Background: an optimization exercise with open tools, aiming at small area. Do not read the settings as production practice.
The RTL was checked by simulation tests, not by an equivalence proof against the original design.
Power figures rest on the tool's default switching activity, not on a simulated workload.

`config.mk`:
```
export PLATFORM = sky130hd
export DESIGN_NAME = mx_caster
export DESIGN_NICKNAME = mx_caster
export VERILOG_FILES = /design/flow/design.v
export SDC_FILE = /design/flow/constraint.sdc
export NUM_CORES = 8
export LEC_CHECK = 0
export CAP_MARGIN = 20
export CORE_MARGIN = 2
export CORE_UTILIZATION = 50
export CTS_BUF_LIST = sky130_fd_sc_hd__clkbuf_8
export CTS_CLUSTER_DIAMETER = 80
export CTS_CLUSTER_SIZE = 12
export SLEW_MARGIN = 20
```
`constraint.sdc`:
```
create_clock -name core_clock -period 50.0 [get_ports {clk}]
set_input_delay 10.0000 -clock core_clock [delete_from_list [all_inputs] [get_ports {clk}]]
set_output_delay 10.0000 -clock core_clock [all_outputs]
set_load 0.01 [all_outputs]
```
`design.v`:
```
module mx_unpack (
    input  wire [511:0] in_data,
    output reg  [7:0]   emax8,
    output wire [9:0]   om
);
    reg [31:0] alive;
    reg [31:0] bits;
    reg        any;
    reg [9:0]  o;
    integer b, k;
    always @(*) begin
        alive = {32{1'b1}};
        for (b = 7; b >= 0; b = b - 1) begin
            for (k = 0; k < 32; k = k + 1) bits[k] = in_data[16*k + 7 + b];
            any = |(alive & bits);
            emax8[b] = any;
            if (any) alive = alive & bits;
        end
        o = 10'd0;
        for (k = 0; k < 32; k = k + 1) o = o | in_data[16*k +: 10];
    end
    assign om = o;
endmodule
module mx_popcount (
    input  wire [31:0] x,
    output wire [5:0]  n
);
    function [1:0] fa;
        input a, b, c;
        fa = {(a & b) | (c & (a ^ b)), a ^ b ^ c};
    endfunction
    function [1:0] ha;
        input a, b;
        ha = {a & b, a ^ b};
    endfunction
    wire [1:0] a0 [0:9];      
    genvar i;
    generate
        for (i = 0; i < 10; i = i + 1) begin : w1
            assign a0[i] = fa(x[3*i], x[3*i+1], x[3*i+2]);
        end
    endgenerate
    wire [1:0] b0 [0:3];
    assign b0[0] = fa(a0[0][0], a0[1][0], a0[2][0]);
    assign b0[1] = fa(a0[3][0], a0[4][0], a0[5][0]);
    assign b0[2] = fa(a0[6][0], a0[7][0], a0[8][0]);
    assign b0[3] = fa(a0[9][0], x[30], x[31]);
    wire [1:0] c0 = fa(b0[0][0], b0[1][0], b0[2][0]);
    wire [1:0] d0 = ha(c0[0], b0[3][0]);
    assign n[0] = d0[0];
    wire [15:0] w2 = {a0[0][1], a0[1][1], a0[2][1], a0[3][1], a0[4][1], a0[5][1], a0[6][1], a0[7][1],
                      a0[8][1], a0[9][1], b0[0][1], b0[1][1], b0[2][1], b0[3][1], c0[1], d0[1]};
    wire [1:0] e [0:4];
    generate
        for (i = 0; i < 5; i = i + 1) begin : w2a
            assign e[i] = fa(w2[3*i], w2[3*i+1], w2[3*i+2]);
        end
    endgenerate
    wire [1:0] f0 = fa(e[0][0], e[1][0], e[2][0]);
    wire [1:0] f1 = fa(e[3][0], e[4][0], w2[15]);
    wire [1:0] g0 = ha(f0[0], f1[0]);
    assign n[1] = g0[0];
    wire [7:0] w4 = {e[0][1], e[1][1], e[2][1], e[3][1], e[4][1], f0[1], f1[1], g0[1]};
    wire [1:0] h0 = fa(w4[0], w4[1], w4[2]);
    wire [1:0] h1 = fa(w4[3], w4[4], w4[5]);
    wire [1:0] h2 = ha(w4[6], w4[7]);
    wire [1:0] j0 = fa(h0[0], h1[0], h2[0]);
    assign n[2] = j0[0];
    wire [1:0] k0 = fa(h0[1], h1[1], h2[1]);
    wire [1:0] k1 = ha(k0[0], j0[1]);
    assign n[3] = k1[0];
    wire [1:0] m0 = ha(k0[1], k1[1]);
    assign n[4] = m0[0];
    assign n[5] = m0[1];
endmodule
module mx_quant (
    input  wire [15:0] d,
    input  wire        fp16,
    input  wire [9:0]  cc,       
    input  wire [2:0]  mq,       
    input  wire [2:0]  sm2,      
    input  wire [2:0]  sm,       
    input  wire        f_int,
    input  wire        f_e4m3,
    input  wire        f_e5m2,
    input  wire        f_fp6,
    input  wire        f_fp4,
    input  wire        f_fp8,
    output wire [7:0]  el,
    output wire        sat
);
    wire s = d[15];
    wire h = (|d[14:10]) | (~fp16 & (|d[9:7]));
    wire [10:0] sig = {fp16 & h, fp16 & d[9], fp16 & d[8], fp16 ? d[7] : h, d[6:0]};
    wire z8 = ~|sig[10:3];
    wire [10:0] n1 = {sig[10:8] | ({3{z8}} & sig[2:0]), sig[7:3], sig[2:0] & {3{~z8}}};
    wire z4 = ~|n1[10:7];
    wire [10:0] n2 = {n1[10:7] | ({4{z4}} & n1[6:3]), z4 ? n1[2:0] : n1[6:4], n1[3:0] & {4{~z4}}};
    wire z2 = ~|n2[10:9];
    wire [10:0] n3 = {n2[10:9] | ({2{z2}} & n2[8:7]), z2 ? n2[6:0] : n2[8:2], n2[1:0] & {2{~z2}}};
    wire z1 = ~n3[10];
    wire [10:0] nn = {n3[10] | n3[9], z1 ? n3[8:0] : n3[9:1], n3[0] & ~z1};
    wire [3:0] shn = {z8, z4, z2, z1};
    wire nz = nn[10];
    wire [7:0] e8 = fp16 ? {3'b000, d[14:10]} : d[14:7];
    wire [9:0] esub = (fp16 ? 10'd1 : 10'd4) - {6'b0, shn};
    wire [9:0] ein = {2'b0, e8} | {esub[9:1], esub[0] & ~h};
    wire [9:0] ncc = ~cc;
    wire [10:0] efc;
    wire [9:0] ef;
    assign efc[0] = 1'b1;
    genvar gk;
    generate
        for (gk = 0; gk < 10; gk = gk + 1) begin : g_ef
            assign ef[gk] = ein[gk] ^ ncc[gk] ^ efc[gk];
            assign efc[gk+1] = (ein[gk] & ncc[gk]) | (efc[gk] & (ein[gk] ^ ncc[gk]));
        end
    endgenerate
    wire neg = ef[9];
    wire normal = nz & ~neg & (|ef[4:0]);    
    wire [9:0] nef = ~ef;
    wire flush = neg & ((|nef[8:3]) | (nef[2:0] >= mq));
    wire [2:0] ssub;
    assign ssub[0] = sm2[0] ^ nef[0];
    wire sc1 = sm2[0] & nef[0];
    assign ssub[1] = sm2[1] ^ nef[1] ^ sc1;
    wire sc2 = (sm2[1] & nef[1]) | (sc1 & (sm2[1] ^ nef[1]));
    assign ssub[2] = sm2[2] ^ nef[2] ^ sc2;
    wire [2:0] sa = flush ? 3'd7 : (normal ? sm : ssub);
    wire [4:0] eh = normal ? ef[4:0] : {4'b0000, nz};
    wire [14:0] v = {eh, nn[9:0]};
    wire [10:0] y0 = v[14:4];
    wire g0 = v[3];
    wire t0 = |v[2:0];
    wire [10:0] y1 = sa[2] ? {4'd0, y0[10:4]} : y0;
    wire g1 = sa[2] ? y0[3] : g0;
    wire t1 = sa[2] ? (|y0[2:0] | g0 | t0) : t0;
    wire [10:0] y2 = sa[1] ? {2'd0, y1[10:2]} : y1;
    wire g2 = sa[1] ? y1[1] : g1;
    wire t2 = sa[1] ? (y1[0] | g1 | t1) : t1;
    wire [7:0] cp = {1'b0, sa[0] ? y2[7:1] : y2[6:0]};
    wire g3 = sa[0] ? y2[0] : g2;
    wire t3 = sa[0] ? (g2 | t2) : t2;
    wire guard = ~flush & g3;
    wire rnd = guard & (t3 | cp[0]);
    wire [6:0] smask = f_e4m3 ? 7'h7E : f_e5m2 ? 7'h7B : f_fp6 ? 7'h1F : f_fp4 ? 7'h07 : 7'h7F;
    wire atmax = &(cp[6:0] | ~smask);
    assign sat = atmax & (rnd | (f_e4m3 & cp[0]));
    wire rnd_e = rnd & ~sat;
    wire sn = s & f_int;    
    wire [7:0] x = cp ^ {8{sn}};
    wire [8:0] ic;
    wire [7:0] code;
    assign ic[0] = rnd_e ^ sn;
    generate
        for (gk = 0; gk < 8; gk = gk + 1) begin : g_inc
            assign code[gk] = x[gk] ^ ic[gk];
            assign ic[gk+1] = x[gk] & ic[gk];
        end
    endgenerate
    wire [7:0] code_f = {code[7:1], code[0] & ~(f_e4m3 & sat)};
    assign el = code_f | {f_fp8 & s, 1'b0, f_fp6 & s, 1'b0, f_fp4 & s, 3'b000};
endmodule
module mx_caster (
    input  wire         clk,
    input  wire         rst,
    input  wire         in_valid,
    input  wire [3:0]   fmt,
    input  wire         src_fp16,
    input  wire [511:0] in_data,
    output reg          out_valid,
    output reg  [7:0]   out_scale,
    output reg  [255:0] out_elems,
    output reg  [5:0]   out_sat
);
    wire f_e4m3 = (fmt == 4'd5);
    wire f_e5m2 = (fmt == 4'd6);
    wire f_e2m3 = (fmt == 4'd7);
    wire f_e3m2 = (fmt == 4'd8);
    wire f_e2m1 = (fmt == 4'd9);
    wire f_int  = (fmt == 4'd10);
    wire f_fp8  = f_e4m3 | f_e5m2;
    wire f_fp6  = f_e2m3 | f_e3m2;
    wire f_fp4  = f_e2m1;
    reg [4:0] topef;      
    reg [3:0] emax;
    reg [2:0] sm;         
    always @(*) begin
        topef = 5'd15; emax = 4'd8; sm = 3'd3;
        if (f_e5m2) begin topef = 5'd30; emax = 4'd15; sm = 3'd4; end
        if (f_e2m3) begin topef = 5'd3;  emax = 4'd2;  sm = 3'd3; end
        if (f_e3m2) begin topef = 5'd7;  emax = 4'd4;  sm = 3'd4; end
        if (f_e2m1) begin topef = 5'd3;  emax = 4'd2;  sm = 3'd5; end
        if (f_int)  begin topef = 5'd1;  emax = 4'd0;  sm = 3'd0; end
    end
    wire [7:0] emax8;
    wire [9:0] om;
    mx_unpack u_red (.in_data(in_data), .emax8(emax8), .om(om));
    wire fp16 = src_fp16;
    wire [7:0] traw = fp16 ? {3'd0, emax8[7:3]} : emax8;
    wire nan = fp16 ? (&emax8[7:3]) : (&emax8);
    wire [9:0] omf = fp16 ? om : {3'd0, om[6:0]};
    reg [3:0] ol;
    integer k;
    always @(*) begin
        ol = 4'd0;
        for (k = 0; k < 10; k = k + 1) if (omf[k]) ol = k[3:0];
    end
    wire zero = (traw == 8'd0) & ~|omf;
    wire signed [9:0] tv = fp16 ? ($signed({6'd0, ol}) - 10'sd9) : ($signed({6'd0, ol}) - 10'sd6);
    wire signed [9:0] t  = (traw != 8'd0) ? $signed({2'd0, traw}) : tv;
    wire signed [9:0] te = t - $signed({6'd0, emax});
    wire signed [9:0] tc = (~fp16 & te[9]) ? $signed({6'd0, emax}) : t;
    wire [7:0] scale_f = (fp16 ? te + 10'sd112 : (te[9] ? 10'sd0 : te));
    wire [7:0] scale = zero ? 8'd0 : scale_f;
    wire [9:0] cc = nan ? 10'd300 : (tc - $signed({5'd0, topef}));
    wire [2:0] mq = f_int ? 3'd6 : (3'd6 - sm);
    wire [255:0] elems;
    wire [31:0]  sats;
    genvar gi;
    generate
        for (gi = 0; gi < 32; gi = gi + 1) begin : g_el
            mx_quant u_q (
                .d(in_data[16*gi +: 16]), .fp16(fp16), .cc(cc),
                .mq(mq), .sm(sm), .sm2(sm + 3'd2),
                .f_int(f_int & ~nan), .f_e4m3(f_e4m3), .f_e5m2(f_e5m2),
                .f_fp6(f_fp6 & ~nan), .f_fp4(f_fp4 & ~nan), .f_fp8(f_fp8 & ~nan),
                .el(elems[8*gi +: 8]), .sat(sats[gi]));
        end
    endgenerate
    wire [5:0] nsat;
    mx_popcount u_pc (.x(sats), .n(nsat));
    always @(posedge clk) begin
        if (rst) out_valid <= 1'b0;
        else     out_valid <= in_valid;
    end
    always @(posedge clk) begin
        out_scale <= nan ? 8'hFF : scale;
        out_elems <= elems;
        out_sat   <= nan ? 6'd32 : nsat;
    end
endmodule
```
`flow/run.sh`:
```
#!/bin/bash
# Own layout flow: the standard layout (standard.sh), with these changes.
#  - Synthesis is the standard synthesis script (synth_recipe.tcl and ORFS's
#    synth.tcl) with another ABC script, without the Kogge-Stone carry mapping
#    and with ADDER_MAP_FILE empty (no adder cells placed before ABC). It runs
#    once for each flow/abc_*.script, in parallel, and the netlist with the
#    smallest cell area goes on to the layout (SYNTH_NETLIST_FILES).
#  - Ports are buffered with sky130_fd_sc_hd__buf_1.
# Each tool's output goes to a log in this folder: own/<script>/..., own/*.log,
# flow.log and orfs/logs.
set -euo pipefail
W=$(pwd)
F=${FLOW_HOME:-/OpenROAD-flow-scripts/flow}
mkdir -p "$W/own"
pids=()
names=()
for s in "$W"/flow/abc_*.script; do
  n=$(basename "$s" .script)
  names+=("$n")
  sed -e "s#^source \$::env(SCRIPTS_DIR)/synth_preamble.tcl\$#&\nset abc_args [list -script $s {*}\$lib_args {*}\$lib_dont_use_args]#" \
      -e 's#"-extra-map $::env(FLOW_HOME)/platforms/common/lcu_kogge_stone.v"#""#' \
      "$F/scripts/synth.tcl" > "$W/own/core_$n.tcl"
  grep -q "$s" "$W/own/core_$n.tcl"
  if grep -q lcu_kogge_stone "$W/own/core_$n.tcl"; then echo "patch failed" >&2; exit 1; fi
  sed -e "s#\$::env(SCRIPTS_DIR)/synth.tcl#$W/own/core_$n.tcl#" "$W/synth_recipe.tcl" > "$W/own/synth_$n.tcl"
  grep -q "own/core_$n.tcl" "$W/own/synth_$n.tcl"
  make -C "$F" DESIGN_CONFIG="$W/config.mk" WORK_HOME="$W/own/$n" CLKGATE_MAP_FILE= \
      "SYNTH_SCRIPT=$W/own/synth_$n.tcl" "ADDER_MAP_FILE=" synth > "$W/own/$n.log" 2>&1 &
  pids+=($!)
done
for i in "${!pids[@]}"; do
  n=${names[$i]}
  if wait "${pids[$i]}"; then
    st="$W/own/$n/reports/sky130hd/mx_caster/base/synth_stat.txt"
    a=$(grep -E "Chip area for module" "$st" 2>/dev/null | tail -1 | awk '{print $NF}' || true)
    [[ -n "$a" ]] && echo "$n $a" >> "$W/own/areas.txt"
  else
    echo "$n failed" >> "$W/own/failed.txt"
  fi
done
# the smallest netlist, among those within 20% of the median (a guard against
# a script that lost logic)
best=$(awk '{print $2, $1}' "$W/own/areas.txt" | sort -g | awk '{a[NR]=$1; n[NR]=$2} END {m=a[int((NR+1)/2)]; for (i=1;i<=NR;i++) if (a[i] >= 0.8*m) {print n[i]; exit}}')
[[ -n "$best" ]]
echo "best $best" >> "$W/own/best.txt"
cp "$W/own/$best/results/sky130hd/mx_caster/base/1_2_yosys.v" "$W/own/netlist.v"
bash "$W/standard.sh" "SYNTH_NETLIST_FILES=$W/own/netlist.v" \
    "BUFFER_PORTS_ARGS=-buffer_cell sky130_fd_sc_hd__buf_1" finish > "$W/flow.log" 2>&1
```
`flow/abc_s19.script`:
```
strash
&get -n
&fraig -x
&put
scorr
dc2
dretime
strash
&get -n
&dch -f
&nf -R 1000
&put
strash
dch -f
amap
topo
```
`flow/abc_s24.script`:
```
strash
&get -n
&fraig -x
&put
scorr
dc2
dretime
strash
dch -f
amap -m
topo
```
`flow/abc_s25.script`:
```
strash
&get -n
&fraig -x
&put
scorr
dc2
dretime
strash
dch -f
amap
strash
dch -f
amap
topo
```
`flow/abc_s27.script`:
```
strash
&get -n
&fraig -x
&put
scorr
dc2
dc2
dretime
strash
dch -f
amap -F 2 -A 8
topo
```
`standard.sh`:
```
#!/bin/bash
# synth_recipe.tcl (not shown) runs the flow's synth.tcl, then flattens the netlist and writes it again
# the make line also repeats each setting of config.mk as NAME=value (left out here)
make -C /OpenROAD-flow-scripts/flow DESIGN_CONFIG=/design/flow/config.mk WORK_HOME=/design/flow/orfs CLKGATE_MAP_FILE= SYNTH_SCRIPT=/design/flow/synth_recipe.tcl "${@:-finish}"
```
==> metrics.md, run 1 <==
| Metric | Value |
|---|---|
| Status | complete, no violations |
| Clock Tree Root | clkbuf_8 |
| Setup TNS | 0 ns |
| Worst Path Required | 50.63 ns |
| CTS buffer count | 27 |
| Tightest Hold Check Type | primary input to register |
| Sw frac | 59.3% |
| Syn_nets | 9,564 |
| Psw | 1.32 mW |
| GP Congestion | 1.17 |
| Worst Path Max Fanout | 40 |
| Period utilization | 80.4% |
| Fin crit period | 40.18 ns |
| Setup Viol. Count Final | 0 |
| Max Cap Viol | 0 |
| IO Port Bufs | 790 |
| Synth warnings | 0 |
| Multi-input logic area | 41,200 sq um |
| Largest net degree at the start of global routing | 170 |
| Die X | 323 um |
| CTS Sinks | 271 |
| Final nets | 10.5k |
| Post-CTS Setup Inserts | 0 |
| Reg area | 5430 sq um |
| Clock Tree Buf Depth | 3 |
| VDD IR max | 0.0323 mV |
| Logic pwr share | 80.0% |
| Worst Tran Pin Value | 1.38 ns |
| Endpoints failing hold | 0 |
| Critical path startpoint category | primary input |
| Starting DRC count in detailed routing | 11.6k |
| Most frequent CP cell | o21ai_0 |
| Share of cells above drive strength 1 | 1.60% |
| WS Path Type | primary input to register |
| Sequential share of power | 13.8% |
| Drt pass-1 iters | 13 |
| F_max | 24.9 MHz |
| H-Tree Depth | 1 |
| First-pass GRT wire length | 405,000 um |
| Post-cts repair resize count | 0 |
| Clock-pin slew on the worst setup and hold paths | 0.08 ns |
| DR vias | 77.6k |
| Slowest Stage Delay on Critical Path | 0.98 ns |
| Initial antenna violation count | 66 |
| Syn_area_per_cell | 5.63 sq um |
| Final ANT Viol Nets | 0 |
| Gr ovfl total | 0 |
| LEAKAGE | 18.4 nW |
| P_int | 0.909 mW |
| CP Depth | 127 |
| Vias in the first global route | 66.4k |
| Fin util | 56.3% |
| Cell family with most CP delay | compound AO/OA/AOI/OAI gates |
| Max Slew Vio Count | 0 |
| Final wirelength | 285,000 um |
| Detailed-placement wirelength estimate | 228,000 um |
| CTS tree | built |
| WL/cell | 25.0 um |
| Pwr Density | 39.2 nW/um^2 |
| CP Data Arrival Time | 40.81 ns |
| Die area | 104,000 sq um |
| Die span in y | 323 um |
| Filler Cell Count | 10.6k |
| Vias per cell | 6.82 |
| Slew headroom | 7.49% |
| Gr usage total | 50.9% |
| Netlist Area Pre-Place | 50,900 sq um |
| Slowest CP cell | clkinv_1 |
| Clock network power share | 6.2% |
| Drc violations | 0 |
| Row cnt | 117 |
| Gate Count Post-Synth | 9,044 |
| Layout area overhead | 12.1% |
| Hold buffer count at cts | 0 |
| CP Capture Type | register |
| Core Footprint | 101,000 sq um |
| RSZ-0062 raised after global routing | false |
| Crit path buf inv count | 18 |
| I/O Pins | 791 |
| Starting density of the core | 50.2% |
| Hold depth | 2 |
==> per-stage QoR <==
step / power [mW] / hold slack (ns) / cells / setup WS (ns) / cell area, sq um
6_report: 2.23 / 9.46 / 11400 / 9.82 / 57000
5_1_grt: 2.42 / 9.47 / 11300 / 8.47 / 56900
4_1_cts: 2.17 / 9.41 / 11300 / 12.02 / 56900
3_5_place_dp: 2.02 / 10.16 / 11300 / 11.34 / 56400
3_3_place_gp: 1.99 / 10.15 / 11300 / 10.73 / 56400
2_1_floorplan: 1.56 / 10.07 / 9044 / 11.70 / 50900
==> layout make-up <==
cell class | count | share of cell area, %
Inverter | 1180 | 7.79
Antenna cell | 59 | 0.259
Multi-Input combinational cell | 7593 | 72.3
Clock buffer | 28 | 0.676
Sequential cell | 271 | 9.52
Clock inverter | 4 | 0.0900
Timing Repair Buffer | 876 | 6.41
Tap cell | 1368 | 3.00
==> routing by layer <==
| metal | track usage [%] | vias to the layer above | part of all wire (%) |
|---|---|---|---|
| met2 | 72.8 | 5701 | 39 |
| met3 | 17.2 | 1519 | 15 |
| met4 | 45.9 | 52 | 11 |
| met1 | 60.0 | 34200 | 35 |
| li1 | - | 36200 | - |
| met5 | 0 | - | 0.12 |
==> cells in the final DEF (no fill, tap or decap), drive strengths merged, types with 22 or more instances in the layout <==
cell type,count
nor2,1554
o21ai,1244
clkinv,1171
nand2,1003
a21oi,920
o22ai,890
buf,875
o22a,334
dfxtp,271
a22oi,219
o21a,195
o221ai,176
nor4,149
nor3,112
nand4,98
or2,76
a31oi,68
a222oi,65
diode,59
nand3,51
and2,50
a21o,39
a211oi,39
nand4b,35
a221oi,32
clkbuf,29
nor2b,27
o2111ai,27
a2111oi,22
o221a,22
==> path summary, 6_finish.rpt <==
path	endpoint	startpoint	slack, ns
max	out_sat[4]	in_data[254]	9.82
min	out_valid	rst	9.46
==> power by group through the flow <==
stage | clock network [mW] | logic (mW) | registers, mW
detailed placement | 0 | 1.71 | 0.313
global placement | 0 | 1.68 | 0.313
floorplan | 0 | 1.22 | 0.347
finish | 0.138 | 1.79 | 0.309
global route | 0.147 | 1.95 | 0.314
CTS | 0.141 | 1.72 | 0.309
==> sequential cells by signal, indices dropped and copies added (netlist names) <==
name	cells
out_elems	256
out_sat	6
out_scale	8
out_valid	1
==> run 2, diff against run 1 <==
==> flow/abc_e11.script (new file) <==
strash
&get -n
&deepsyn -T 1200 -S 11
&put
dch -f
amap
topo
==> flow/abc_e13.script (new file) <==
strash
&get -n
&deepsyn -T 1200 -S 13
&put
dch -f
amap
topo
==> flow/abc_e17.script (new file) <==
strash
&get -n
&deepsyn -T 1200 -S 17
&put
dch -f
amap
topo
==> flow/abc_e2.script (new file) <==
strash
&get -n
&deepsyn -T 1200 -S 2
&put
dch -f
amap
topo
==> flow/abc_e3.script (new file) <==
strash
&get -n
&deepsyn -T 1200 -S 3
&put
dch -f
amap
topo
==> flow/abc_e7.script (new file) <==
strash
&get -n
&deepsyn -T 1200 -S 7
&put
dch -f
amap
topo
removed: flow/abc_s19.script
removed: flow/abc_s27.script
==> metrics.md, run 2 <==
| Metric | Value |
|---|---|
| Status | complete, no violations |
| Most frequent cells in the layout | 1,890 x nor2_1, 1,121 x clkinv_1, 1,059 x o21ai_0 |
| Max Slew Vio Count | 0 (unchanged) |
| CTS tree | built |
| Final nets | 10.3k (-1.2%) |
| Netlist Area Pre-Place | 49,100 sq um (-3.6%) |
| Final wirelength | 320,000 um (+13%) |
| CP Capture Type | register |
| Layout area overhead | 13.4% |
| IO Port Bufs | 790 (unchanged) |
| GP Congestion | 1.19 (+2.0%) |
| Gate Count Post-Synth | 8,850 (-2.1%) |
| Hold buffer count at cts | 0 (unchanged) |
| Setup Viol. Count Final | 0 (unchanged) |
| Worst Path Required | 50.67 ns (+0.04 ns) |
| Vias in the first global route | 70.5k (+6.1%) |
| Slowest Stage Delay on Critical Path | 0.97 ns (about the same) |
| WL/cell | 28.6 um (+14%) |
| DP Area | 54,900 sq um (-2.6%) |
| Detailed-placement wirelength estimate | 255,000 um (+12%) |
| DR vias | 81.4k (+4.9%) |
| Core Footprint | 97,000 sq um (-4.3%) |
| Syn_area_per_cell | 5.54 sq um (-1.4%) |
| Critical hold path startpoint | rst |
| Max reg flops | 256 (unchanged) |
| Largest register by flop count | out_elems |
| Biggest regs | out_elems: 256 flops, out_scale: 8 flops, out_sat: 6 flops |
| LEAKAGE | 18.1 nW (-1.7%) |
| WS Path Type | primary input to register |
| Vias per cell | 7.27 (+6.5%) |
| F_max | 24.7 MHz (-0.74%) |
| Gr ovfl total | 0 (unchanged) |
| CP Data Arrival Time | 41.16 ns (+0.35 ns) |
| Initial antenna violation count | 84 (+27%) |
| Fin crit period | 40.48 ns (+0.300 ns) |
| Hold Slack | 9.42 ns (-0.0351 ns) |
| Endpoints failing hold | 0 (unchanged) |
| Drt pass-1 iters | 14 (+1) |
| Worst hold endpoint | out_valid |
| Cell family with most CP delay | compound AO/OA/AOI/OAI gates |
| Max Cap Viol | 0 (unchanged) |
| Period utilization | 81.0% (+0.60 points) |
| Die X | 317 um (-1.8%) |
| RSZ-0062 raised after global routing | false |
| Design area | 55,700 sq um (-2.4%) |
| I/O Pins | 791 (unchanged) |
| Post-cts repair resize count | 0 (unchanged) |
| Die area | 101,000 sq um (-3.5%) |
| CTS Sinks | 271 (unchanged) |
| Setup TNS | 0 ns (unchanged) |
| VDD IR max | 0.0949 mV (+190%) |
| Starting density of the core | 50.6% (+0.36 points) |
| Largest net degree at the start of global routing | 116 (-32%) |
| CTS buffer count | 27 (unchanged) |
| Worst Path Max Fanout | 28 (-30%) |
| Syn_nets | 9,370 (-2.0%) |
| Row cnt | 114 (-2.6%) |
| Clock Tree Root | clkbuf_8 |
| Crit path buf inv count | 19 (+1) |
| Filler Cell Count | 9,718 (-8.7%) |
| H-Tree Depth | 1 (unchanged) |
| Slowest CP cell | nor2_1 |
| Die span in y | 317 um (-1.8%) |
| Hold depth | 2 (unchanged) |
| Share of cells above drive strength 1 | 2.21% (+0.61 points) |
| Post-CTS Setup Inserts | 0 (unchanged) |
| Pwr Density | 59.1 nW/um^2 (+51%) |
| Reg area | 5430 sq um (unchanged) |
| Slew headroom | 11.7% (+4.2 points) |
| Worst Tran Pin Value | 1.32 ns (-0.0531 ns) |
| Final ANT Viol Nets | 0 (unchanged) |
| Most frequent CP cell | o21ai_0 |
| Synth warnings | 0 (unchanged) |
| Starting DRC count in detailed routing | 15.4k (+33%) |
| Clock-pin slew on the worst setup and hold paths | 0.08 ns (about the same) |
| Clock Tree Buf Depth | 3 (unchanged) |
| CP Depth | 120 (-5.5%) |
| First-pass GRT wire length | 449,000 um (+11%) |
| Drc violations | 0 (unchanged) |
| Tightest Hold Check Type | primary input to register |
| Gr usage total | 59.6% (+8.6 points) |
| Critical path startpoint category | primary input |
| Commonest non-fill, non-tap cell in the layout | nor2_1 |
| Multi-input logic area | 39,500 sq um (-4.1%) |
## run 2: cell count changes in the layout (fill, tap and decap cells not counted), moves of 49 or more
cell      change
o221ai_1     -84
nand2_1     -194
buf_4        +66
nor3_1      +134
nand3_1      +49
o22ai_1     -100
o32ai_1      +74
nor2b_1      +79
a22oi_1     -142
nor2_1      +348
o21ai_0     -180
o22a_1      -186
## run 2: power by group
group | switching, mW | internal (mW) | total [mW]
registers | 0.0290 | 0.319 | 0.348
logic | 1.94 | 0.852 | 2.79
clock network | 0.0909 | 0.0590 | 0.150
## run 2: worst max path at each step
stage	endpoint	from
2_1_floorplan	out_sat[4]	in_data[254]
3_3_place_gp	out_sat[4]	in_data[94]
3_5_place_dp	out_sat[4]	in_data[94]
4_1_cts	out_sat[4]	in_data[94]
5_1_grt	out_sat[4]	in_data[94]
6_report	out_sat[4]	in_data[462]
## run 2: cell type report
type / instances / share of cell area (%)
Antenna cell: 100 / 0.450
Clock buffer: 27 / 0.668
Clock inverter: 5 / 0.146
Inverter: 1126 / 7.60
Multi-Input combinational cell: 7453 / 71.0
Sequential cell: 271 / 9.75
Tap cell: 1276 / 2.87
Timing Repair Buffer: 944 / 7.50
## run 2: layer usage
| metal | wire length (um) | global-route usage [%] | up-vias |
|---|---|---|---|
| met5 | 297 | 0.473 | - |
| met4 | 38300 | 55.2 | 44 |
| met3 | 57200 | 29.5 | 2604 |
| met2 | 119000 | 81.1 | 7798 |
| met1 | 105000 | 67.2 | 35700 |
| li1 | - | - | 35200 |
## run 2: through the flow
stage                     power, mW  util [%]  worst slack [ns]  instances
after CTS                      3.11      57.1             11.34      11100
final                          3.29      57.4              9.52      11200
after floorplan                2.21         -             15.84       8850
after global placement         2.88      56.6             11.69      11100
after global routing           3.49      57.2              8.49      11100
after detailed placement       2.95      56.6             10.67      11100
==> run 3, diff against run 2 <==
==> flow/abc_f17.script (new file) <==
strash
&get -n
&deepsyn -T 1200 -S 17
&put
dch -f
amap -x -A 32 -F 16
topo
==> flow/abc_f19.script (new file) <==
strash
&get -n
&deepsyn -T 1200 -S 19
&put
dch -f
amap -x -A 32 -F 16
topo
==> flow/abc_f2.script (new file) <==
strash
&get -n
&deepsyn -T 1200 -S 2
&put
dch -f
amap -x -A 32 -F 16
topo
==> flow/abc_f29.script (new file) <==
strash
&get -n
&deepsyn -T 1200 -S 29
&put
dch -f
amap -x -A 32 -F 16
topo
==> flow/abc_f3.script (new file) <==
strash
&get -n
&deepsyn -T 1200 -S 3
&put
dch -f
amap -x -A 32 -F 16
topo
==> flow/abc_f31.script (new file) <==
strash
&get -n
&deepsyn -T 1200 -S 31
&put
dch -f
amap -x -A 32 -F 16
topo
==> flow/abc_f37.script (new file) <==
strash
&get -n
&deepsyn -T 1200 -S 37
&put
dch -f
amap -x -A 32 -F 16
topo
==> flow/abc_f41.script (new file) <==
strash
&get -n
&deepsyn -T 1200 -S 41
&put
dch -f
amap -x -A 32 -F 16
topo
--- a/config.mk
+++ b/config.mk
@@ -9,3 +9,3 @@
 export CORE_MARGIN = 2
-export CORE_UTILIZATION = 50
+export CORE_UTILIZATION = 40
 export CTS_BUF_LIST = sky130_fd_sc_hd__clkbuf_8
removed: flow/abc_e11.script
removed: flow/abc_e13.script
removed: flow/abc_e17.script
removed: flow/abc_e2.script
removed: flow/abc_e3.script
removed: flow/abc_e7.script
removed: flow/abc_s24.script
removed: flow/abc_s25.script
==> metrics.md, run 3 <==
| Metric | Value |
|---|---|
| Status | complete, no violations |
| CTS Sinks | 271 (unchanged) |
| Syn_nets | 9,141 (-2.4%) |
| CP Capture Type | register |
| Drt pass-1 iters | 14 (unchanged) |
| Worst Tran Pin Value | 1.34 ns (+0.0213 ns) |
| Setup TNS | 0 ns (unchanged) |
| Sequential share of power | 10.8% (+0.2 points) |
| Layout area overhead | 14.3% |
| Largest net degree at the start of global routing | 85 (-27%) |
| Reg area | 5430 sq um (unchanged) |
| Total power | 3.23 mW (-1.7%) |
| Most frequent CP cell | o21ai_0 |
| Vias per cell | 6.88 (-5.4%) |
| Biggest regs | out_elems: 256 flops, out_scale: 8 flops, out_sat: 6 flops |
| H-Tree Depth | 1 (unchanged) |
| Syn_area_per_cell | 5.63 sq um (+1.6%) |
| Filler Cell Count | 13.2k (+36%) |
| Hold depth | 2 (unchanged) |
| CTS tree | built |
| Initial antenna violation count | 134 (+60%) |
| Slowest CP cell | nor2_1 |
| Slowest Stage Delay on Critical Path | 0.96 ns (about the same) |
| Critical path startpoint category | primary input |
| Worst Path Max Fanout | 33 (+18%) |
| GP Congestion | 1.17 (-1.9%) |
| WS Path Type | primary input to register |
| Die span in y | 352 um (+11%) |
| Drc violations | 0 (unchanged) |
| Psw | 2.02 mW (-2.0%) |
| Critical hold path startpoint | rst |
| Max Cap Viol | 0 (unchanged) |
| Starting DRC count in detailed routing | 12.9k (-16%) |
| Row cnt | 127 (+11%) |
| CTS buffer count | 27 (unchanged) |
| Post-CTS Setup Inserts | 0 (unchanged) |
| I/O Pins | 791 (unchanged) |
| Max Slew Vio Count | 0 (unchanged) |
| Worst Path Required | 50.61 ns (-0.06 ns) |
| Period utilization | 79.0% (-2.0 points) |
| Worst hold endpoint | out_valid |
| Gr usage total | 49.9% (-9.7 points) |
| Post-cts repair resize count | 0 (unchanged) |
| Setup Viol. Count Final | 0 (unchanged) |
| Synth warnings | 0 (unchanged) |
| Pwr Density | 58.3 nW/um^2 (-1.4%) |
| Cell family with most CP delay | compound AO/OA/AOI/OAI gates |
| Most frequent cells in the layout | 1,498 x nor2_1, 1,144 x clkinv_1, 1,132 x o21ai_0 |
| Core Footprint | 120,000 sq um (+24%) |
| Largest register by flop count | out_elems |
| VDD IR max | 0.106 mV (+12%) |
| Tightest Hold Check Type | primary input to register |
| Fin cells | 11.3k (+0.73%) |
| Final nets | 10.1k (-2.3%) |
| WL/cell | 29.5 um (+3.2%) |
| P_int | 1.21 mW (-1.3%) |
| Fin crit period | 39.48 ns (-1.01 ns) |
| Clock Tree Buf Depth | 3 (unchanged) |
| Netlist Area Pre-Place | 48,600 sq um (-1.0%) |
| Sw frac | 62.4% (-0.15 points) |
| Die X | 352 um (+11%) |
| F_max | 25.3 MHz (+2.5%) |
| Endpoints failing hold | 0 (unchanged) |
| Vias in the first global route | 67.0k (-4.9%) |
| First-pass GRT wire length | 460,000 um (+2.5%) |
| Max reg flops | 256 (unchanged) |
| Final ANT Viol Nets | 0 (unchanged) |
| Commonest non-fill, non-tap cell in the layout | nor2_1 |
| Clock network power share | 4.2% (-0.4 points) |
| Clock-pin slew on the worst setup and hold paths | 0.08 ns (about the same) |
| RSZ-0062 raised after global routing | false |
| CP Data Arrival Time | 40.09 ns (-1.07 ns) |
| Hold buffer count at cts | 0 (unchanged) |
| Logic pwr share | 85.0% (+0.2 points) |
| Multi-input logic area | 39,000 sq um (-1.4%) |
| IO Port Bufs | 790 (unchanged) |
| LEAKAGE | 17.6 nW (-2.3%) |
| Final wirelength | 333,000 um (+3.9%) |
| Clock Tree Root | clkbuf_8 |
| Placed cells | 11.2k (+0.91%) |
| Gate Count Post-Synth | 8,621 (-2.6%) |
| Gr ovfl total | 0 (unchanged) |
| Detailed-placement wirelength estimate | 271,000 um (+6.1%) |
| Starting density of the core | 40.4% (-10 points) |
| Slew headroom | 9.85% (-1.9 points) |
| Crit path buf inv count | 18 (-1) |
| DR vias | 77.6k (-4.7%) |
| Share of cells above drive strength 1 | 2.20% (-0.0087 points) |
| Die area | 124,000 sq um (+23%) |
==> run 3: changes by cell type in the layout (fill, tap and decap cells not counted), moves of 34 or more <==
cell	previous run	this run
nor2_1	1890	1498
o22ai_1	790	947
a21oi_1	904	780
o21ai_0	1059	1132
nor4_1	104	63
a31oi_1	100	134
==> run 3: through the flow <==
| stage | hold slack (ns) | worst slack (ns) | utilization (%) | cell area [sq um] |
|---|---|---|---|---|
| final | 9.42 | 10.52 | 46.2 | 55500 |
| after CTS | 9.37 | 12.04 | 46.0 | 55200 |
| after detailed placement | 10.16 | 11.34 | 45.6 | 54800 |
| after global placement | 10.16 | 11.45 | 45.6 | 54800 |
| after global routing | 9.42 | 8.95 | 46.1 | 55400 |
| after floorplan | 10.07 | 15.39 | - | 48600 |
==> run 3: layout make-up <==
class / instances / share of cell area (%)
well taps: 1612 / 3.64
multi-input cells: 7203 / 70.2
flip-flops and latches: 271 / 9.78
inverters: 1147 / 7.77
diodes: 80 / 0.361
repair buffers: 939 / 7.47
clock buffers: 28 / 0.695
clock inverters: 4 / 0.0519
==> run 3: power by group through the flow <==
| stage | Clock, mW | Combinational, mW | Sequential, mW |
|---|---|---|---|
| finish | 0.135 | 2.75 | 0.349 |
| global route | 0.146 | 2.99 | 0.356 |
| CTS | 0.139 | 2.64 | 0.349 |
| detailed placement | 0 | 2.62 | 0.352 |
| global placement | 0 | 2.60 | 0.352 |
| floorplan | 0 | 1.81 | 0.395 |
==> run 3: layer usage <==
metal  track usage, %  vias to the layer above  wire (um)
li1                 -                    34700          -
met1             61.5                    35100     122000
met2             67.8                     6173     125000
met3             20.5                     1532      53900
met4             39.0                       88      30500
met5           0.0385                        -        670
==> run 3: worst max-delay path by stage <==
stage	startpoint	endpoint	slack, ns	cells after the start
after detailed placement	in_data[30]	out_sat[4]	11.34	117
after CTS	in_data[30]	out_sat[4]	12.04	117
after global routing	in_data[30]	out_sat[4]	8.95	123
after global placement	in_data[30]	out_sat[4]	11.45	118
after floorplan	in_data[462]	out_sat[4]	15.39	109
final	in_data[30]	out_sat[4]	10.52	117
==> run 4, diff against run 3 <==
==> flow/abc_f43.script (new file) <==
strash
&get -n
&deepsyn -T 1200 -S 43
&put
dch -f
amap -x -A 32 -F 16
topo
==> flow/abc_f47.script (new file) <==
strash
&get -n
&deepsyn -T 1200 -S 47
&put
dch -f
amap -x -A 32 -F 16
topo
==> flow/abc_f53.script (new file) <==
strash
&get -n
&deepsyn -T 1200 -S 53
&put
dch -f
amap -x -A 32 -F 16
topo
==> flow/abc_f59.script (new file) <==
strash
&get -n
&deepsyn -T 1200 -S 59
&put
dch -f
amap -x -A 32 -F 16
topo
--- a/config.mk
+++ b/config.mk
@@ -7,3 +7,3 @@
 export LEC_CHECK = 0
-export CAP_MARGIN = 20
+export CAP_MARGIN = 35
 export CORE_MARGIN = 2
@@ -13,2 +13,2 @@
 export CTS_CLUSTER_SIZE = 12
-export SLEW_MARGIN = 20
+export SLEW_MARGIN = 35
removed: flow/abc_f2.script
removed: flow/abc_f29.script
removed: flow/abc_f31.script
removed: flow/abc_f37.script
==> metrics.md, run 4 <==
| Metric | Value |
|---|---|
| Worst Path Required | 50.64 ns (+0.03 ns) |
| Setup TNS | 0 ns (unchanged) |
| Largest register by flop count | out_elems |
| LEAKAGE | 17.7 nW (+0.31%) |
| CP Capture Type | register |
| Fin crit period | 40.47 ns (+0.998 ns) |
| GP Congestion | 1.14 (-2.3%) |
| Max reg flops | 256 (unchanged) |
| Drt pass-1 iters | 22 (+8) |
| Row cnt | 127 (unchanged) |
| Hold buffer count at cts | 0 (unchanged) |
| Most frequent cells in the layout | 1,555 x nor2_1, 1,122 x o21ai_0, 1,114 x clkinv_1 |
| Period utilization | 80.9% (+2.0 points) |
| Core Footprint | 120,000 sq um (+0.13%) |
| Vias in the first global route | 68.5k (+2.2%) |
| Worst Tran Pin Value | 1.10 ns (-0.245 ns) |
| Die X | 353 um (about the same) |
| Syn_nets | 9,123 (-0.20%) |
| Fin cells | 11.3k (-0.089%) |
| VDD IR max | 0.0495 mV (-53%) |
| Final nets | 10.1k (-0.030%) |
| F_max | 24.7 MHz (-2.5%) |
| Die area | 124,000 sq um (about the same) |
| Slowest Stage Delay on Critical Path | 0.95 ns (about the same) |
| Status | complete, no violations |
| CTS Sinks | 271 (unchanged) |
| Clock Tree Buf Depth | 3 (unchanged) |
| Syn_area_per_cell | 5.65 sq um (+0.28%) |
| Detailed-placement wirelength estimate | 274,000 um (+1.1%) |
| Share of cells above drive strength 1 | 2.66% (+0.46 points) |
| Starting density of the core | 40.4% (about the same) |
| Die span in y | 353 um (about the same) |
| Hold depth | 2 (unchanged) |
| Initial antenna violation count | 91 (-32%) |
| Critical path startpoint category | primary input |
| Cell family with most CP delay | compound AO/OA/AOI/OAI gates |
| IO Port Bufs | 790 (unchanged) |
| Layout area overhead | 14.7% |
| CP Data Arrival Time | 41.12 ns (+1.03 ns) |
| Worst Path Max Fanout | 31 (-6.1%) |
| Gr ovfl total | 0 (unchanged) |
| Clock-pin slew on the worst setup and hold paths | 0.08 ns (about the same) |
| WL/cell | 29.9 um (+1.5%) |
| Post-CTS Setup Inserts | 0 (unchanged) |
| I/O Pins | 791 (unchanged) |
| Pwr Density | 51.8 nW/um^2 (-11%) |
| Setup Viol. Count Final | 0 (unchanged) |
| Worst setup endpoint | out_sat[4] |
| Endpoints failing hold | 0 (unchanged) |
| Synth warnings | 0 (unchanged) |
| Placed cells | 11.2k (-0.027%) |
| H-Tree Depth | 1 (unchanged) |
| RSZ-0062 raised after global routing | false |
| Max Slew Vio Count | 0 (unchanged) |
| DR vias | 78.3k (+0.92%) |
| Drc violations | 0 (unchanged) |
| CP Depth | 119 (+1.7%) |
| Tightest Hold Check Type | primary input to register |
| Gr usage total | 50.6% (+0.74 points) |
| Crit path launch | in_data[254] |
| Vias per cell | 6.95 (+1.0%) |
| Post-cts repair resize count | 0 (unchanged) |
| Slew headroom | 26.1% (+16 points) |
| Netlist Area Pre-Place | 48,600 sq um (about the same) |
| Largest net degree at the start of global routing | 98 (+15%) |
| Starting DRC count in detailed routing | 12.6k (-2.3%) |
| First-pass GRT wire length | 469,000 um (+1.9%) |
| Final wirelength | 337,000 um (+1.4%) |
| Max Cap Viol | 0 (unchanged) |
| Final ANT Viol Nets | 0 (unchanged) |
| Crit path buf inv count | 21 (+3) |
| CTS tree | built |
| WS Path Type | primary input to register |
| Clock Tree Root | clkbuf_8 |
| Biggest regs | out_elems: 256 flops, out_scale: 8 flops, out_sat: 6 flops |
| Commonest non-fill, non-tap cell in the layout | nor2_1 |
| CTS buffer count | 28 (+3.7%) |
| Gate Count Post-Synth | 8,603 (-0.21%) |
| Slowest CP cell | nor4_1 |
-- run 4: worst min-delay path by stage --
stage	start	end	slack, ns
2_1_floorplan	rst	out_valid	10.07
3_3_place_gp	rst	out_valid	10.16
3_5_place_dp	rst	out_valid	10.16
4_1_cts	rst	out_valid	9.39
5_1_grt	rst	out_valid	9.42
6_report	rst	out_valid	9.41
-- run 4: cell type report --
class                   count  area [sq um]
clock buffers              31           427
multi-input cells        7207         39200
flip-flops and latches    271          5430
fillers                 13200         64500
well taps                1612          2020
clock inverters             6          62.6
diodes                     69           173
inverters                1125          4230
repair buffers            953          4210
-- run 4: per-layer routing --
layer  track usage [%]  part of all wire [%]
met1              61.1                    36
met2              72.8                    39
met3              16.1                    14
met4              42.2                    10
met5                 0                  0.11
-- run 4: per-stage QoR --
step                hold slack (ns)  cell area [sq um]  setup WS (ns)  util [%]  total power [mW]
floorplan                     10.07              48600          15.68         -              1.92
global placement              10.16              55000           8.86      45.7              2.60
detailed placement            10.16              55000           9.45      45.8              2.63
CTS                            9.39              55500          10.14      46.2              2.79
global route                   9.42              55700           8.32      46.3              3.10
finish                         9.41              55800           9.53      46.3              2.89
-- run 4: where the power goes --
part           switching, mW  total, mW  internal [mW]  leakage [nW]
clock                 0.0899      0.151         0.0609         0.262
sequential            0.0287      0.342          0.313          2.26
combinational           1.67       2.40          0.723          15.2
==> run 5, diff against run 4 <==
==> flow/abc_h1.script (new file) <==
strash
&get -n
&deepsyn -T 700 -S 3
&deepsyn -T 700 -S 11
&deepsyn -T 700 -S 5
&put
dch -f
amap -x -A 32 -F 16
topo
==> flow/abc_h2.script (new file) <==
strash
&get -n
&deepsyn -T 700 -S 41
&deepsyn -T 700 -S 7
&deepsyn -T 700 -S 13
&put
dch -f
amap -x -A 32 -F 16
topo
==> flow/abc_h3.script (new file) <==
strash
&get -n
&deepsyn -T 700 -S 19
&deepsyn -T 700 -S 17
&deepsyn -T 700 -S 23
&put
dch -f
amap -x -A 32 -F 16
topo
==> flow/abc_h4.script (new file) <==
strash
&get -n
&deepsyn -T 700 -S 53
&deepsyn -T 700 -S 29
&deepsyn -T 700 -S 31
&put
dch -f
amap -x -A 32 -F 16
topo
==> flow/abc_h5.script (new file) <==
strash
&get -n
&deepsyn -T 700 -S 47
&deepsyn -T 700 -S 37
&deepsyn -T 700 -S 43
&put
dch -f
amap -x -A 32 -F 16
topo
==> flow/abc_h6.script (new file) <==
strash
&get -n
&deepsyn -T 700 -S 59
&deepsyn -T 700 -S 61
&deepsyn -T 700 -S 67
&put
dch -f
amap -x -A 32 -F 16
topo
==> flow/abc_h7.script (new file) <==
strash
&get -n
&deepsyn -T 700 -S 2
&deepsyn -T 700 -S 71
&deepsyn -T 700 -S 73
&put
dch -f
amap -x -A 32 -F 16
topo
==> flow/abc_h8.script (new file) <==
strash
&get -n
&deepsyn -T 700 -S 17
&deepsyn -T 700 -S 79
&deepsyn -T 700 -S 83
&put
dch -f
amap -x -A 32 -F 16
topo
--- a/config.mk
+++ b/config.mk
@@ -7,3 +7,3 @@
 export LEC_CHECK = 0
-export CAP_MARGIN = 35
+export CAP_MARGIN = 30
 export CORE_MARGIN = 2
@@ -13,2 +13,2 @@
 export CTS_CLUSTER_SIZE = 12
-export SLEW_MARGIN = 35
+export SLEW_MARGIN = 30
removed: flow/abc_f17.script
removed: flow/abc_f19.script
removed: flow/abc_f3.script
removed: flow/abc_f41.script
removed: flow/abc_f43.script
removed: flow/abc_f47.script
removed: flow/abc_f53.script
removed: flow/abc_f59.script
==> metrics.md, run 5 <==
| Metric | Value |
|---|---|
| Period utilization | 82.1% (+1.2 points) |
| Die X | 351 um (-0.31%) |
| Drt pass-1 iters | 14 (-36%) |
| CTS buffer count | 27 (-3.6%) |
| F_max | 24.3 MHz (-1.4%) |
| Largest register by flop count | out_elems |
| Starting DRC count in detailed routing | 12.8k (+2.1%) |
| Final ANT Viol Nets | 0 (unchanged) |
| Detailed-placement wirelength estimate | 275,000 um (+0.51%) |
| Gr usage total | 52.2% (+1.6 points) |
| LEAKAGE | 17.6 nW (-0.62%) |
| Filler Cell Count | 13.1k (-1.1%) |
| Pwr Density | 52.3 nW/um^2 (+0.85%) |
| Status | complete, no violations |
| Largest net degree at the start of global routing | 104 (+6.1%) |
| Die span in y | 351 um (-0.31%) |
| Netlist Area Pre-Place | 48,300 sq um (-0.62%) |
| Initial antenna violation count | 96 (+5.5%) |
| Slew headroom | 17.5% (-8.6 points) |
| Starting density of the core | 40.3% (-0.090 points) |
| IO Port Bufs | 790 (unchanged) |
| Drc violations | 0 (unchanged) |
| Biggest regs | out_elems: 256 flops, out_scale: 8 flops, out_sat: 6 flops |
| GP Congestion | 1.16 (+1.5%) |
| Design area | 55,500 sq um (-0.54%) |
| Worst Path Required | 50.68 ns (+0.04 ns) |
| WL/cell | 30.5 um (+1.7%) |
| CP Capture Type | register |
| Placed cells | 11.2k (-0.15%) |
| Final nets | 10.1k (-0.16%) |
| RSZ-0062 raised after global routing | false |
| Post-CTS Setup Inserts | 0 (unchanged) |
| CTS Sinks | 271 (unchanged) |
| CP Data Arrival Time | 41.75 ns (+0.63 ns) |
| Post-cts repair resize count | 0 (unchanged) |
| Setup TNS | 0 ns (unchanged) |
| CTS tree | built |
| Setup Viol. Count Final | 0 (unchanged) |
| Hold buffer count at cts | 0 (unchanged) |
| Max Cap Viol | 0 (unchanged) |
| Worst Tran Pin Value | 1.23 ns (+0.132 ns) |
| WS Path Type | primary input to register |
| DP Area | 54,800 sq um (-0.50%) |
| Final wirelength | 343,000 um (+1.7%) |
| Gr ovfl total | 0 (unchanged) |
| Synth warnings | 0 (unchanged) |
| I/O Pins | 791 (unchanged) |
| Syn_area_per_cell | 5.63 sq um (-0.35%) |
| Row cnt | 127 (unchanged) |
| Tightest Hold Check Type | primary input to register |
| Critical path startpoint category | primary input |
| Max reg flops | 256 (unchanged) |
| VDD IR max | 0.0420 mV (-15%) |
| Slowest Stage Delay on Critical Path | 0.81 ns (-0.14 ns) |
| Layout area overhead | 14.8% (about the same) |
| Post-route worst setup slack | 8.93 ns (-0.595 ns) |
| Pre-CTS WS | 9.91 ns (+0.465 ns) |
| Most frequent cells in the layout | 1,622 x nor2_1, 1,114 x o21ai_0, 1,073 x clkinv_1 |
| Clock Tree Root | clkbuf_8 |
| Most frequent CP cell | o21ai_0 |
| H-Tree Depth | 1 (unchanged) |
| Clock-pin slew on the worst setup and hold paths | 0.09 ns (about the same) |
| Die area | 124,000 sq um (-0.61%) |
| Syn_nets | 9,100 (-0.25%) |
| Total power | 2.90 mW (+0.30%) |
| Vias per cell | 6.91 (-0.48%) |
| Fin cells | 11.3k (-0.018%) |
| DR vias | 77.9k (-0.50%) |
| Endpoints failing hold | 0 (unchanged) |
| Share of cells above drive strength 1 | 2.59% (-0.068 points) |
| Worst Path Max Fanout | 32 (+3.2%) |
| Max Slew Vio Count | 0 (unchanged) |
| Commonest non-fill, non-tap cell in the layout | nor2_1 |
| First-pass GRT wire length | 471,000 um (+0.49%) |
| Fin crit period | 41.07 ns (+0.595 ns) |
| Clock Tree Buf Depth | 3 (unchanged) |
| Vias in the first global route | 67.3k (-1.8%) |
| Slowest CP cell | clkinv_1 |
| Gate Count Post-Synth | 8,580 (-0.27%) |
| Core Footprint | 120,000 sq um (-0.40%) |
[run 5: per-stage QoR]
stage / hold slack, ns / util, %
2_1_floorplan: 10.07 / -
3_3_place_gp: 10.16 / 45.7
3_5_place_dp: 10.17 / 45.7
4_1_cts: 9.40 / 46.1
5_1_grt: 9.42 / 46.2
6_report: 9.40 / 46.3
[run 5: layout make-up]
cell class                 count  area (sq um)  area share [%]
antenna                       85           213           0.384
clock buffer                  27           372           0.670
clock inverter                 7          35.0          0.0632
inverter                    1082          4070            7.34
multi-input combinational   7227         39000            70.4
sequential                   271          5430            9.78
tap                         1612          2020            3.64
timing repair buffer         961          4280            7.72
[run 5: final timing paths]
check,start,to,slack (ns),depth (start not counted)
hold / removal,rst,out_valid,9.40,2
setup / recovery,in_data[494],out_sat[4],8.93,124
[run 5: where the power goes]
| part | internal, mW | switching (mW) | leakage (nW) |
|---|---|---|---|
| clock network | 0.0487 | 0.0890 | 0.220 |
| registers | 0.312 | 0.0278 | 2.25 |
| logic | 0.733 | 1.69 | 15.1 |
| total | 1.09 | 1.81 | 17.6 |
[run 5: routing by layer]
| metal | wire (um) | GRT usage [%] | up-vias |
|---|---|---|---|
| met5 | 601 | 0.471 | - |
| met4 | 34500 | 44.2 | 63 |
| met3 | 52800 | 20.5 | 1650 |
| met2 | 132000 | 72.6 | 6195 |
| met1 | 123000 | 62.3 | 35400 |
| li1 | - | - | 34700 |
[run 5: critical path: cells and delay by family]
kind	cells	cell delay, ns
AO/OA/AOI/OAI	57	16.19
AND/OR/NAND/NOR	51	9.50
buffers and inverters	16	5.92
==> run 6, diff against run 5 <==
==> flow/abc_k1.script (new file) <==
strash
&get -n
&deepsyn -T 550 -S 59
&deepsyn -T 550 -S 61
&deepsyn -T 550 -S 67
&deepsyn -T 550 -S 3
&put
dch -f
amap -x -A 32 -F 16
topo
==> flow/abc_k2.script (new file) <==
strash
&get -n
&deepsyn -T 550 -S 3
&deepsyn -T 550 -S 11
&deepsyn -T 550 -S 5
&deepsyn -T 550 -S 89
&put
dch -f
amap -x -A 32 -F 16
topo
==> flow/abc_k3.script (new file) <==
strash
&get -n
&deepsyn -T 550 -S 97
&deepsyn -T 550 -S 101
&deepsyn -T 550 -S 103
&deepsyn -T 550 -S 107
&put
dch -f
amap -x -A 32 -F 16
topo
==> flow/abc_k4.script (new file) <==
strash
&get -n
&deepsyn -T 550 -S 109
&deepsyn -T 550 -S 113
&deepsyn -T 550 -S 127
&deepsyn -T 550 -S 131
&put
dch -f
amap -x -A 32 -F 16
topo
==> flow/abc_k5.script (new file) <==
strash
&get -n
&deepsyn -T 550 -S 59
&deepsyn -T 550 -S 3
&deepsyn -T 550 -S 11
&deepsyn -T 550 -S 5
&put
dch -f
amap -x -A 32 -F 16
topo
==> flow/abc_k6.script (new file) <==
strash
&get -n
&deepsyn -T 550 -S 137
&deepsyn -T 550 -S 139
&deepsyn -T 550 -S 149
&deepsyn -T 550 -S 151
&put
dch -f
amap -x -A 32 -F 16
topo
==> flow/abc_k7.script (new file) <==
strash
&get -n
&deepsyn -T 550 -S 157
&deepsyn -T 550 -S 163
&deepsyn -T 550 -S 167
&deepsyn -T 550 -S 173
&put
dch -f
amap -x -A 32 -F 16
topo
==> flow/abc_k8.script (new file) <==
strash
&get -n
&deepsyn -T 550 -S 179
&deepsyn -T 550 -S 181
&deepsyn -T 550 -S 191
&deepsyn -T 550 -S 193
&put
dch -f
amap -x -A 32 -F 16
topo
--- a/config.mk
+++ b/config.mk
@@ -7,3 +7,3 @@
 export LEC_CHECK = 0
-export CAP_MARGIN = 30
+export CAP_MARGIN = 25
 export CORE_MARGIN = 2
@@ -13,2 +13,2 @@
 export CTS_CLUSTER_SIZE = 12
-export SLEW_MARGIN = 30
+export SLEW_MARGIN = 25
removed: flow/abc_h1.script
removed: flow/abc_h2.script
removed: flow/abc_h3.script
removed: flow/abc_h4.script
removed: flow/abc_h5.script
removed: flow/abc_h6.script
removed: flow/abc_h7.script
removed: flow/abc_h8.script
==> metrics.md, run 6 <==
| Metric | Value |
|---|---|
| Clock Tree Root | clkbuf_8 |
| Gr usage total | 53.2% (+1.0 points) |
| Slowest CP cell | nor2_1 |
| Clock Tree Buf Depth | 3 (unchanged) |
| Syn_area_per_cell | 5.63 sq um (about the same) |
| Core Footprint | 120,000 sq um (unchanged) |
| Tightest Hold Check Type | primary input to register |
| Gr ovfl total | 0 (unchanged) |
| Filler Cell Count | 13.2k (+0.87%) |
| Drt pass-1 iters | 11 (-3) |
| WL/cell | 31.0 um (+1.7%) |
| Largest register by flop count | out_elems |
| IO Port Bufs | 790 (unchanged) |
| Setup TNS | 0 ns (unchanged) |
| Detailed-placement wirelength estimate | 283,000 um (+2.9%) |
| Initial antenna violation count | 108 (+13%) |
| Total power | 2.96 mW (+2.1%) |
| Slew headroom | 22.2% (+4.7 points) |
| Post-CTS Setup Inserts | 0 (unchanged) |
| First-pass GRT wire length | 478,000 um (+1.5%) |
| Most frequent CP cell | o21ai_0 |
| Fin util | 46.5% (+0.23 points) |
| Clock-pin slew on the worst setup and hold paths | 0.10 ns (about the same) |
| Critical path startpoint category | primary input |
| Worst Path Required | 50.68 ns (about the same) |
| Setup Viol. Count Final | 0 (unchanged) |
| Worst Tran Pin Value | 1.17 ns (-0.0634 ns) |
| Final nets | 10.1k (+0.29%) |
| Largest net degree at the start of global routing | 106 (+1.9%) |
| Syn_nets | 9,099 (-0.011%) |
| Slowest Stage Delay on Critical Path | 0.92 ns (+0.11 ns) |
| WS Path Type | primary input to register |
| Biggest regs | out_elems: 256 flops, out_scale: 8 flops, out_sat: 6 flops |
| Final ANT Viol Nets | 0 (unchanged) |
| Row cnt | 127 (unchanged) |
| Post-cts repair resize count | 0 (unchanged) |
| Status | complete, no violations |
| Commonest non-fill, non-tap cell in the layout | nor2_1 |
| Starting density of the core | 40.3% (about the same) |
| CTS buffer count | 29 (+7.4%) |
| LEAKAGE | 17.8 nW (+1.2%) |
| Die span in y | 351 um (about the same) |
| Pwr Density | 53.1 nW/um^2 (+1.6%) |
| DR vias | 78.7k (+0.97%) |
| H-Tree Depth | 1 (unchanged) |
| Max Slew Vio Count | 0 (unchanged) |
| VDD IR max | 0.0374 mV (-11%) |
| Max Cap Viol | 0 (unchanged) |
| Synth warnings | 0 (unchanged) |
| I/O Pins | 791 (unchanged) |
| CTS Sinks | 271 (unchanged) |
| RSZ-0062 raised after global routing | false |
| Fin crit period | 42.02 ns (+0.951 ns) |
| Vias per cell | 6.98 (+0.90%) |
| CP Data Arrival Time | 42.70 ns (+0.95 ns) |
| Most frequent cells in the layout | 1,606 x nor2_1, 1,130 x o21ai_0, 1,054 x clkinv_1 |
| Netlist Area Pre-Place | 48,300 sq um (about the same) |
| Die X | 351 um (about the same) |
| Worst Path Max Fanout | 26 (-19%) |
| CP Capture Type | register |
| Hold buffer count at cts | 0 (unchanged) |
| Drc violations | 0 (unchanged) |
| Layout area overhead | 15.4% |
| GP Congestion | 1.19 (+2.7%) |
| Vias in the first global route | 68.7k (+2.1%) |
| Endpoints failing hold | 0 (unchanged) |
| F_max | 23.8 MHz (-2.3%) |
| Max reg flops | 256 (unchanged) |
| Gate Count Post-Synth | 8,579 (-0.012%) |
| CTS tree | built |
| Period utilization | 84.0% (+1.9 points) |
| Starting DRC count in detailed routing | 12.3k (-4.6%) |
| Final wirelength | 349,000 um (+1.8%) |
| Share of cells above drive strength 1 | 2.91% (+0.32 points) |
| Die area | 123,000 sq um (about the same) |
[run 6: changes by cell type in the layout (fill, tap and decap cells not counted), sizes merged, moves of 11 or more]
cell,delta
nor2,-19
a222oi,-30
diode,-26
buf,+28
a221oi,-11
a21oi,+54
o221ai,+13
o22a,+16
a22oi,-12
clkinv,-20
[run 6: cell type report]
cell class	instances	area (sq um)	share of cell area (%)
multi-input combinational	7248	39100	70.1
timing repair buffer	989	4530	8.13
clock buffer	30	413	0.741
clock inverter	10	116	0.209
sequential	271	5430	9.74
inverter	1060	3980	7.15
antenna	59	148	0.265
tap	1612	2020	3.62
[run 6: worst paths after layout]
kind / startpoint / endpoint / slack, ns / depth (start not counted)
worst min-delay path: rst / out_valid / 9.37 / 2
worst max-delay path: in_data[30] / out_sat[4] / 7.98 / 126
[run 6: critical path, delay by kind of cell]
family / cells / cell delay (ns)
AO/OA/AOI/OAI: 64 / 15.47
buffers and inverters: 18 / 8.29
AND/OR/NAND/NOR: 44 / 8.75
[run 6: through the flow]
stage	instance area (sq um)	setup WS [ns]	hold WS, ns	cells
finish	55700	7.98	9.37	11300
global route	55600	6.42	9.38	11200
CTS	55500	10.42	9.35	11200
detailed placement	55000	9.65	10.17	11200
global placement	54900	10.0	10.15	11200
floorplan	48300	14.38	10.07	8579
[run 6: routing by layer]
metal	vias to the layer above	part of all wire [%]	GRT usage, %
li1	34700	-	-
met4	88	11	47.7
met5	-	0.17	0
met1	35500	35	62.0
met2	6525	38	74.0
met3	1863	16	21.9
[run 6: where the power goes]
part           switching, mW  internal, mW  total [mW]
Combinational           1.72         0.735        2.46
Clock                 0.0955        0.0655       0.161
Sequential            0.0274         0.314       0.342

## static timing again, ports no longer ideal
How much do the figures lean on ideal ports? The routed layouts below were timed once more, with nothing changed but the port constraints. Step 1 sets driving cells, clkbuf_16 on the clock port and buf_2 on the other inputs (assumed; they add their load-dependent delay and slew). Step 2 moves the port delays by t, midway between the first and last clock arrival at a register: inputs arrive t later, outputs are due t later. That takes back most of the time a late clock gives input paths. Slacks: ideal ports / drivers / drivers and shift; pairs: ideal ports / drivers.
| run | t (ns) | setup slack, ns | clock arrival spread, ns |
|---|---|---|---|
| run 1 | 0.809 | 9.819 / 9.775 / 8.966 | 0.088 / 0.088 |
| run 2 | 0.851 | 9.518 / 9.517 / 8.665 | 0.047 / 0.047 |
| run 3 | 0.810 | 10.524 / 10.524 / 9.713 | 0.023 / 0.023 |
| run 4 | 0.833 | 9.526 / 9.585 / 8.752 | 0.046 / 0.046 |
| run 5 | 0.835 | 8.931 / 8.948 / 8.113 | 0.035 / 0.035 |
| run 6 | 0.860 | 7.980 / 8.035 / 7.175 | 0.034 / 0.034 |
After both steps every run listed still meets setup and hold.
